This design comes from an exercise in tuning for small area, a short achievable clock period and few clock cycles on the open sky130 flow, not from production work. Function was checked by simulation only, so behaviour that the tests miss may differ from the original. No activity file was given, so power comes from the tool's default toggle rates.

Design island_engine, start of the top module:
module island_engine (
    input  wire         clk,
    input  wire         rst,
    input  wire         start_valid,
    output reg          start_ready,
    input  wire [63:0]  node_valid,
    input  wire [63:0]  node_lit,
    input  wire [7:0]   min_lit,
    input  wire [6:0]   lit_min,
    input  wire [7:0]   persist,
    input  wire         rebase,
    input  wire         br_valid,
    output reg          br_ready,
    input  wire [5:0]   br_a,
    input  wire [5:0]   br_b,
    input  wire         br_conn,
    input  wire         br_last,
    output reg          done,
    output reg  [6:0]   count,
    output reg  [6:0]   nlit,
    output reg  [6:0]   nvalid,
    output reg  [15:0]  open_br,
    output reg          eval_valid,
    output reg  [1:0]   kind,
    output reg          island_local,
    output reg  [6:0]   base,
    output reg  [6:0]   ref_count,
    output wire [383:0] root,
    output wire [63:0]  counted
);
For scale: ~4200 cells after synthesis, ~740 flip-flops, roughly 680 I/O pins, ~45000 um^2 of cells after synthesis.
Settings: LEC_CHECK=0, CAP_MARGIN=10, CORE_MARGIN=2, CORE_UTILIZATION=40, CTS_CLUSTER_DIAMETER=80, CTS_CLUSTER_SIZE=25, SLEW_MARGIN=10; clock period 10.0 ns.
standard.sh (not shown) runs the stock make flow with config.mk's settings and CLKGATE_MAP_FILE= SYNTH_SCRIPT=/design/flow/synth_recipe.tcl, a recipe that flattens the netlist after the stock synthesis.
==> flow/flow/run.sh <==
#!/bin/bash
set -euo pipefail
export SETUP_SLACK_MARGIN=6.45
export BUFFER_PORTS_ARGS="-buffer_cell sky130_fd_sc_hd__buf_1"
bash standard.sh > standard_flow.log 2>&1
Testbench counts at the start, summed over its fixed seeds: cycles 19,605.
Rerun with:
CAP_MARGIN = 20   (was 10)
CORE_UTILIZATION = 35   (was 40)
SLEW_MARGIN = 20   (was 10)
- critical path depth went up by 5
- final cell count grows by 4.5%
- routed wire length came out higher by 5.9%
- worst hold slack improves by 41 ps
- final area rises by 2.9%
- clock-buffer cell count goes down by 5
- die area climbs by 14%
- global-route usage went down by 3.1 points
- via count rose by 3.2%
- synthesized cell count is unchanged
Rerun with:
CORE_UTILIZATION = 40   (was 35)
=> The new run ran to the end with no violations. Clock skew rises by 3.3 ps. Setup slack gets better by 43 ps. Die area fell by 12%. Sequential power decreases by about 1%. Routed wire length is lower by 5.7%. Power fell by 6.1%. First-iteration DRC count decreases by 9.3%. Non-clock buffer count is lower by 95. Register-to-register slack gains 40 ps.
Rerun with:
--- a/flow/flow/run.sh
+++ b/flow/flow/run.sh
@@ -3 +3 @@
-export SETUP_SLACK_MARGIN=6.45
+export SETUP_SLACK_MARGIN=6.55
Outcome: The changed run finished clean. Clock-buffer cell count goes down by 3. Synthesized cell count is unchanged. Clock power barely changes. Wire length goes up by 2.4%. Sequential share of layout area goes down by 0.86 points. Worst setup slack is worse by 63 ps. Sequential power stays flat. Synthesized area stays the same. Sequential cell count stays the same. Cell count goes up by 1.3%.

========
Another version of the RTL of island_engine (not shown whole).
Size: ~750 flip-flops, ~680 I/O pins.
==> flow/config.mk <==
export PLATFORM = sky130hd
export DESIGN_NAME = island_engine
export DESIGN_NICKNAME = island_engine
export VERILOG_FILES = /design/flow/design.v
export SDC_FILE = /design/flow/constraint.sdc
export NUM_CORES = 4
export LEC_CHECK = 0
export CAP_MARGIN = 20
export CORE_MARGIN = 2
export CORE_UTILIZATION = 45
export CTS_CLUSTER_DIAMETER = 80
export CTS_CLUSTER_SIZE = 25
export SLEW_MARGIN = 20
==> flow/constraint.sdc <==
create_clock -name core_clock -period 10.0 [get_ports {clk}]
set_input_delay 2.0000 -clock core_clock [delete_from_list [all_inputs] [get_ports {clk}]]
set_output_delay 2.0000 -clock core_clock [all_outputs]
set_load 0.01 [all_outputs]
==> flow/flow/run.sh <==
#!/bin/bash
set -euo pipefail
export SETUP_SLACK_MARGIN=6.3
export BUFFER_PORTS_ARGS="-buffer_cell sky130_fd_sc_hd__buf_1"
bash standard.sh > standard_flow.log 2>&1
The baseline finished clean.
Testbench counts at the start, summed over its fixed seeds: cycles 19,605.
Edit:
==> flow/flow/run.sh (replaced) <==
#!/bin/bash
set -euo pipefail
export SETUP_SLACK_MARGIN=6.45
export BUFFER_PORTS_ARGS="-buffer_cell sky130_fd_sc_hd__buf_1"
bash standard.sh > standard_flow.log 2>&1
- CORE_UTILIZATION: 45 -> 40
After rerunning: The changed run finished clean; clock skew increases by 0.028 ns; sequential power increases slightly; via count grows slightly; routed wire length grows by a few percent.
Edit:
==> flow/flow/run.sh (replaced) <==
#!/bin/bash
set -euo pipefail
export SETUP_SLACK_MARGIN=6.15
export BUFFER_PORTS_ARGS="-buffer_cell sky130_fd_sc_hd__buf_1"
bash standard.sh > standard_flow.log 2>&1
- final cell count went down by 1.1%
- wire length went down by 2.6%
- die area stays the same
- combinational power went down by 6.7%
- cell area went down by 2.5%
- synthesized area is unchanged
- clock-buffer cell count went down by 1

========
island_engine, a different RTL version from the one above (not shown whole).
Size in the first run: about 4200 cells after synthesis, about 680 I/O pins, roughly 45000 um2 of cells after synthesis.
clock: 10.0 ns
lec_check: 0
cap_margin: 20
core_margin: 2
core_utilization: 40
slew_margin: 20
==> flow/flow/run.sh <==
#!/bin/bash
set -euo pipefail
export SETUP_SLACK_MARGIN=6.6
export BUFFER_PORTS_ARGS="-buffer_cell sky130_fd_sc_hd__buf_1"
bash standard.sh > standard_flow.log 2>&1
Testbench counts at the start, summed over its fixed seeds: cycles 19,605.
==> next run, changes <==
==> flow/flow/run.sh (replaced) <==
#!/bin/bash
set -euo pipefail
export SETUP_SLACK_MARGIN=6.4
export BUFFER_PORTS_ARGS="-buffer_cell sky130_fd_sc_hd__buf_1"
bash standard.sh > standard_flow.log 2>&1
What happened: Combinational power is lower by 17%. Sequential cell count stays the same. Hold slack hardly moves. Wire length drops by 3.9%. Sequential power grows by about 1%. Fmax came out lower by 3.4%.

========
island_engine, a different RTL version from the one above (not shown whole).
For scale: ~4800 cells after synthesis, about 47000 um2 of cells after synthesis.
==> flow/config.mk <==
export PLATFORM = sky130hd
export DESIGN_NAME = island_engine
export DESIGN_NICKNAME = island_engine
export VERILOG_FILES = /design/flow/design.v
export SDC_FILE = /design/flow/constraint.sdc
export NUM_CORES = 4
export LEC_CHECK = 0
export CAP_MARGIN = 20
export CORE_MARGIN = 2
export CORE_UTILIZATION = 40
export SLEW_MARGIN = 20
==> flow/constraint.sdc <==
create_clock -name core_clock -period 10.0 [get_ports {clk}]
set_input_delay 2.0000 -clock core_clock [delete_from_list [all_inputs] [get_ports {clk}]]
set_output_delay 2.0000 -clock core_clock [all_outputs]
set_load 0.01 [all_outputs]
==> flow/flow/run.sh <==
#!/bin/bash
set -euo pipefail
export SETUP_SLACK_MARGIN=5.8
export BUFFER_PORTS_ARGS="-buffer_cell sky130_fd_sc_hd__buf_1"
bash standard.sh > standard_flow.log 2>&1
Testbench counts at the start, summed over its fixed seeds: cycles 19,605.
Rerun with:
==> flow/flow/run.sh (replaced) <==
#!/bin/bash
set -euo pipefail
export SETUP_SLACK_MARGIN=5.5
export BUFFER_PORTS_ARGS="-buffer_cell sky130_fd_sc_hd__buf_1"
bash standard.sh > standard_flow.log 2>&1
What happened:
- The changed run passed the timing, DRC and antenna checks
- core utilization goes down by 0.21 points
- total power decreases by 0.73%
- wire length fell by 0.35%
- synthesized area does not change
- count of clock-buffer cells in the layout stays the same

========
job 7644:
island_engine, a different RTL version from the one above (not shown whole).
Size in the first run: about 4200 cells after synthesis, about 750 flip-flops, about 680 I/O pins.
==> flow/config.mk <==
export PLATFORM = sky130hd
export DESIGN_NAME = island_engine
export DESIGN_NICKNAME = island_engine
export VERILOG_FILES = /design/flow/design.v
export SDC_FILE = /design/flow/constraint.sdc
export NUM_CORES = 4
export LEC_CHECK = 0
export CAP_MARGIN = 20
export CORE_MARGIN = 2
export CORE_UTILIZATION = 40
export SLEW_MARGIN = 20
==> flow/constraint.sdc <==
create_clock -name core_clock -period 10.0 [get_ports {clk}]
set_input_delay 2.0000 -clock core_clock [delete_from_list [all_inputs] [get_ports {clk}]]
set_output_delay 2.0000 -clock core_clock [all_outputs]
set_load 0.01 [all_outputs]
==> flow/flow/run.sh <==
#!/bin/bash
set -euo pipefail
export SETUP_SLACK_MARGIN=6.2
export BUFFER_PORTS_ARGS="-buffer_cell sky130_fd_sc_hd__buf_1"
bash standard.sh > standard_flow.log 2>&1
Testbench counts of job 7644, summed over its fixed seeds: cycles 19,605.
diff inputs: job 7644 => job 5152
- CTS_CLUSTER_DIAMETER now 80, previously not set
- CTS_CLUSTER_SIZE now 25, previously not set
==> flow/flow/run.sh <==
#!/bin/bash
set -euo pipefail
export SETUP_SLACK_MARGIN=6.3
export BUFFER_PORTS_ARGS="-buffer_cell sky130_fd_sc_hd__buf_1"
bash standard.sh > standard_flow.log 2>&1
==> run notes <==
- Between job 7644 and job 5152, the flow reports count of placed standard cells in the final layout, fillers left out decreasing slightly.
- Of the two values seen for origin of the worst setup path, hi_w[0] was produced by job 7644 and hi_w[4] by job 5152.
- Compared with job 7644, in job 5152 internal power summed over all cells lower; routed wire length +1500 um; largest stage delay on the critical path increased 20 ps; routed length on met3 picked up an extra 2.4%.
- Relative to job 7644, part of the power in the clock network decreased by 6.4 points in job 5152.
- Looking at total number of nets in the final design across job 5152 and job 7644, the one that comes out higher is job 7644.
Edits applied to the flow inputs when going from job 5152 to job 6020:
- CTS_CLUSTER_DIAMETER: 80 -> unset
- CTS_CLUSTER_SIZE: 25 -> unset
==> flow/flow/run.sh <==
#!/bin/bash
set -euo pipefail
export SETUP_SLACK_MARGIN=6.4
export BUFFER_PORTS_ARGS="-buffer_cell sky130_fd_sc_hd__buf_1"
bash standard.sh > standard_flow.log 2>&1
[summary]
Measured against each other, job 6020 and job 5152 differ in worst slack on hold paths, the lower figure coming from job 5152.
Re DRC violation total after the first TritonRoute iteration: job 6020 is 112 down on job 5152.
Delta (job 6020 minus job 5152): power consumed by combinational cells up 3.9%; area of all placed cells without fillers went up by 3.4%; total wirelength of the detailed-routed design essentially unchanged; power density over the cells went up 13 nW/um2; max-slew headroom at the worst pin now sits lower.
On total number of vias, job 5152 beats job 6020.
Post-layout total power, job 6020 and job 5152: lower on job 5152
Instance count on the critical path in job 6020 vs job 5152: up 2

[static timing again, ports no longer ideal]
How much do the figures lean on ideal ports? The routed layouts below were timed once more, with nothing changed but the port constraints. Step 1 assumes that a clkbuf_16 drives the clock port and a buf_2 every other input. Step 2 also shifts input and output timing later by t, the mid clock arrival at the registers, as if the neighbouring blocks saw the same clock. a / b / c = ideal ports / drivers / drivers and shift; a / b = the first two.
| run | t (ns) | setup WS [ns] | worst register clock-pin slew, ns | worst data-port slew with drivers (ns) | pins driven straight from the clock port |
|---|---|---|---|---|---|
| the first run of note 1 | 0.758 | 6.389 / 6.389 / 5.873 | 0.11 / 0.11 | 0.15 | 1 |
| the second run of note 1 | 0.758 | 6.371 / 6.371 / 5.725 | 0.11 / 0.11 | 0.17 | 1 |
| the third run of note 1 | 0.758 | 6.414 / 6.414 / 5.859 | 0.11 / 0.11 | 0.15 | 1 |
| the fourth run of note 1 | 0.753 | 6.351 / 6.271 / 5.956 | 0.11 / 0.11 | 0.14 | 1 |
| the first run of note 2 | 0.748 | 6.291 / 6.291 / 5.763 | 0.10 / 0.10 | 0.09 | 1 |
| the second run of note 2 | 0.777 | 6.417 / 6.340 / 5.983 | 0.12 / 0.12 | 0.07 | 1 |
| the third run of note 2 | 0.746 | 6.197 / 6.197 / 5.660 | 0.11 / 0.11 | 0.08 | 1 |
| the first run of note 3 | 0.773 | 6.428 / 6.428 / 5.972 | 0.07 / 0.07 | 0.22 | 1 |
| the second run of note 3 | 0.768 | 6.302 / 6.302 / 5.645 | 0.07 / 0.07 | 0.18 | 1 |
| the first run of note 4 | 0.810 | 5.361 / 5.361 / 5.175 | 0.08 / 0.08 | 0.13 | 1 |
| the second run of note 4 | 0.815 | 5.160 / 5.160 / 5.160 | 0.08 / 0.08 | 0.12 | 1 |
| job 7644 | 0.768 | 6.156 / 6.156 / 5.696 | 0.07 / 0.07 | 0.16 | 1 |
| job 5152 | 0.760 | 6.254 / 6.254 / 5.595 | 0.11 / 0.11 | 0.17 | 1 |
| job 6020 | 0.764 | 6.295 / 6.295 / 5.710 | 0.07 / 0.07 | 0.17 | 1 |
After both steps every run listed still meets setup and hold. For job 5152, which loses most, drivers alone change the setup slack by 0.000 ns; drivers and shift together by -0.659 ns.
